What follows belongs to an exercise in optimizing a design on an open flow for small area, a short achievable clock period and few clock cycles per item; a production flow would make more cautious choices. Only simulation tests tie the RTL to the original design; equivalence was not proved.

## sha384_core
module sha384_core (
    input  wire         clk,
    input  wire         rst,
    input  wire         in_valid,
    output wire         in_ready,
    input  wire [63:0]  in_data,
    input  wire         in_first,
    input  wire         in_last,
    output reg          out_valid,
    output wire [383:0] out_digest
);
    localparam [63:0] IV0 = 64'hcbbb9d5dc1059ed8;
    localparam [63:0] IV1 = 64'h629a292a367cd507;
    localparam [63:0] IV2 = 64'h9159015a3070dd17;
    localparam [63:0] IV3 = 64'h152fecd8f70e5939;
    localparam [63:0] IV4 = 64'h67332667ffc00b31;
    localparam [63:0] IV5 = 64'h8eb44a8768581511;
    localparam [63:0] IV6 = 64'hdb0c2e0d64f98fa7;
    localparam [63:0] IV7 = 64'h47b5481dbefa4fa4;
    localparam [2:0] ST_INIT  = 3'd0;    
    localparam [2:0] ST_WAIT  = 3'd1;    
    localparam [2:0] ST_ROUND = 3'd2;    
    localparam [2:0] ST_SPIN  = 3'd3;    
    localparam [2:0] ST_FIN   = 3'd4;    
    localparam [2:0] ST_ISPIN = 3'd5;    
    function [63:0] krom(input [6:0] i);
        case (i)
            7'd0: krom = 64'h428a2f98d728ae22;
            7'd1: krom = 64'h7137449123ef65cd;
            7'd2: krom = 64'hb5c0fbcfec4d3b2f;
            7'd3: krom = 64'he9b5dba58189dbbc;
            7'd4: krom = 64'h3956c25bf348b538;
            7'd5: krom = 64'h59f111f1b605d019;
            7'd6: krom = 64'h923f82a4af194f9b;
  ...
==> flow/config.mk <==
export PLATFORM = sky130hd
export DESIGN_NAME = sha384_core
export DESIGN_NICKNAME = sha384_core
export VERILOG_FILES = /design/flow/design.v
export SDC_FILE = /design/flow/constraint.sdc
export NUM_CORES = 4
export LEC_CHECK = 0
export ABC_AREA = 1
export CAP_MARGIN = 20
export CORE_MARGIN = 2
export CORE_UTILIZATION = 40
export SLEW_MARGIN = 20
export SYNTH_MEMORY_MAX_BITS = 16384
==> flow/constraint.sdc <==
create_clock -name core_clock -period 15.0 [get_ports {clk}]
set_input_delay 3.0000 -clock core_clock [delete_from_list [all_inputs] [get_ports {clk}]]
set_output_delay 3.0000 -clock core_clock [all_outputs]
set_load 0.01 [all_outputs]
standard.sh (not shown) runs the stock make flow with config.mk's settings and CLKGATE_MAP_FILE= SYNTH_SCRIPT=/design/flow/synth_recipe.tcl, a recipe that flattens the netlist after the stock synthesis.
==> flow/flow/run.sh <==
#!/bin/bash
# Standard synthesis and layout, with these changes to how the layout is made:
#  * timing repair aims at a setup margin of MARGIN ns over the design's
#    clock period (flow/margin.txt), so gates are sized for a shorter period;
#  * clock tree synthesis uses the buffers in flow/ctsbuf.txt and no dummy loads;
#  * ports are buffered with buf_2 cells.
# The constraints (constraint.sdc) are the standard flow's, unchanged.
set -euo pipefail
MARGIN=$(cat flow/margin.txt)
CTS="-sink_clustering_enable -repair_clock_nets -dont_use_dummy_load -buf_list {$(cat flow/ctsbuf.txt)}"
bash standard.sh synth > synth.log 2>&1
bash standard.sh SETUP_SLACK_MARGIN=$MARGIN "CTS_ARGS=$CTS" "BUFFER_PORTS_ARGS=-buffer_cell sky130_fd_sc_hd__buf_2" finish > layout.log 2>&1
==> flow/flow/ctsbuf.txt <==
sky130_fd_sc_hd__clkbuf_16
==> flow/flow/margin.txt <==
10.6
Testbench counts at the start, summed over its fixed seeds: cycles 59,084, blocks 703.
Then changed:
--- a/flow/flow/run.sh
+++ b/flow/flow/run.sh
@@ -4,3 +4,3 @@
 #    clock period (flow/margin.txt), so gates are sized for a shorter period;
-#  * clock tree synthesis uses the buffers in flow/ctsbuf.txt and no dummy loads;
+#  * clock tree synthesis uses smaller clock buffers and no dummy loads;
 #  * ports are buffered with buf_2 cells.
==> flow/flow/ctsbuf.txt (replaced) <==
sky130_fd_sc_hd__clkbuf_4 sky130_fd_sc_hd__clkbuf_8
==> flow/flow/margin.txt (replaced) <==
10.5
Setup slack degrades by 0.13 ns; global-route usage increases by 0.43 points; design area came out higher by 1.1%.
Then changed:
==> flow/flow/margin.txt (replaced) <==
11.0
Settings changed: PLACE_DENSITY set to 0.7.
What happened: The changed run went through all stages and came out clean; global-route usage came out lower by 4.0 points; setup slack degrades by 0.078 ns; count of clock-buffer cells in the layout falls by 15; cell area rose by about 6%; clock skew hardly moves; area after synthesis does not change; die area stays the same; non-clock buffer count rose by 244.
Then changed:
--- a/flow/flow/run.sh
+++ b/flow/flow/run.sh
@@ -4,3 +4,4 @@
 #    clock period (flow/margin.txt), so gates are sized for a shorter period;
-#  * clock tree synthesis uses smaller clock buffers and no dummy loads;
+#  * clock tree synthesis uses the buffers in flow/ctsbuf.txt, clusters of up
+#    to 20 sinks within 200 um per leaf buffer and no dummy loads;
 #  * ports are buffered with buf_2 cells.
@@ -9,3 +10,3 @@
 MARGIN=$(cat flow/margin.txt)
-CTS="-sink_clustering_enable -repair_clock_nets -dont_use_dummy_load -buf_list {$(cat flow/ctsbuf.txt)}"
+CTS="-sink_clustering_enable -sink_clustering_size 20 -sink_clustering_max_diameter 200 -repair_clock_nets -dont_use_dummy_load -buf_list {$(cat flow/ctsbuf.txt)}"
 bash standard.sh synth > synth.log 2>&1
==> flow/flow/ctsbuf.txt (replaced) <==
sky130_fd_sc_hd__clkbuf_16
==> flow/flow/margin.txt (replaced) <==
10.6
Settings changed: PLACE_DENSITY 0.7 to not set.
- The new run passed the timing, DRC and antenna checks
- register-to-register slack degrades by 0.20 ns
- wire length went up by a few percent
- setup slack improves by 0.22 ns
- via count decreases by a few percent
Then changed:
==> flow/flow/run.sh (replaced) <==
#!/bin/bash
# Standard synthesis and layout, with these changes to how the layout is made:
#  * timing repair aims at a setup margin of MARGIN ns over the design's
#    clock period (flow/margin.txt), so gates are sized for a shorter period;
#  * clock tree synthesis uses the buffers in flow/ctsbuf.txt and no dummy loads;
#  * ports are buffered with buf_2 cells.
# The constraints (constraint.sdc) are the standard flow's, unchanged.
set -euo pipefail
MARGIN=$(cat flow/margin.txt)
CTS="-sink_clustering_enable -repair_clock_nets -dont_use_dummy_load -buf_list {$(cat flow/ctsbuf.txt)}"
bash standard.sh synth > synth.log 2>&1
bash standard.sh SETUP_SLACK_MARGIN=$MARGIN "CTS_ARGS=$CTS" "BUFFER_PORTS_ARGS=-buffer_cell sky130_fd_sc_hd__buf_2" finish > layout.log 2>&1
==> flow/flow/margin.txt (replaced) <==
10.3
Result: Sequential cell count is unchanged. Via count is about the same. Setup slack got worse by 0.53 ns. Die area stays the same. Cell count barely changes.

static timing again, ports no longer ideal:
In the flow no input, the clock included, has a driving cell. The finished layouts below were timed again as built, in two steps.
Step 1 (the two cells are an assumption about what drives the block):
set clk [get_ports {clk}]
set_driving_cell -lib_cell sky130_fd_sc_hd__clkbuf_16 $clk
set_driving_cell -lib_cell sky130_fd_sc_hd__buf_2 [delete_from_list [all_inputs] $clk]
Step 2, shift: input delay + t, output delay - t, t = (earliest + latest rising clock arrival at the registers) / 2. This alone moves slack from input paths to output paths.
Slacks: ideal ports / drivers / drivers and shift; pairs: ideal ports / drivers.
run | shift t [ns] | slack for setup (ns) | hold WS [ns] | worst setup path after step 2
the first run | 0.954 | 10.539 / 10.524 / 10.535 | 0.252 / 0.252 / 0.252 | input to register
the second run | 1.160 | 10.406 / 10.315 / 10.406 | 0.256 / 0.256 / 0.256 | register to register
the third run | 1.161 | 10.328 / 10.233 / 10.482 | 0.260 / 0.260 / 0.260 | input to register
the fourth run | 0.917 | 10.547 / 10.540 / 10.524 | 0.256 / 0.256 / 0.256 | input to register
the fifth run | 0.953 | 10.017 / 10.017 / 10.017 | 0.250 / 0.250 / 0.250 | register to register
After both steps every run listed still meets setup and hold. The setup slack of the fourth run, which loses most, moves by -0.007 ns with the drivers and by -0.023 ns with both steps.
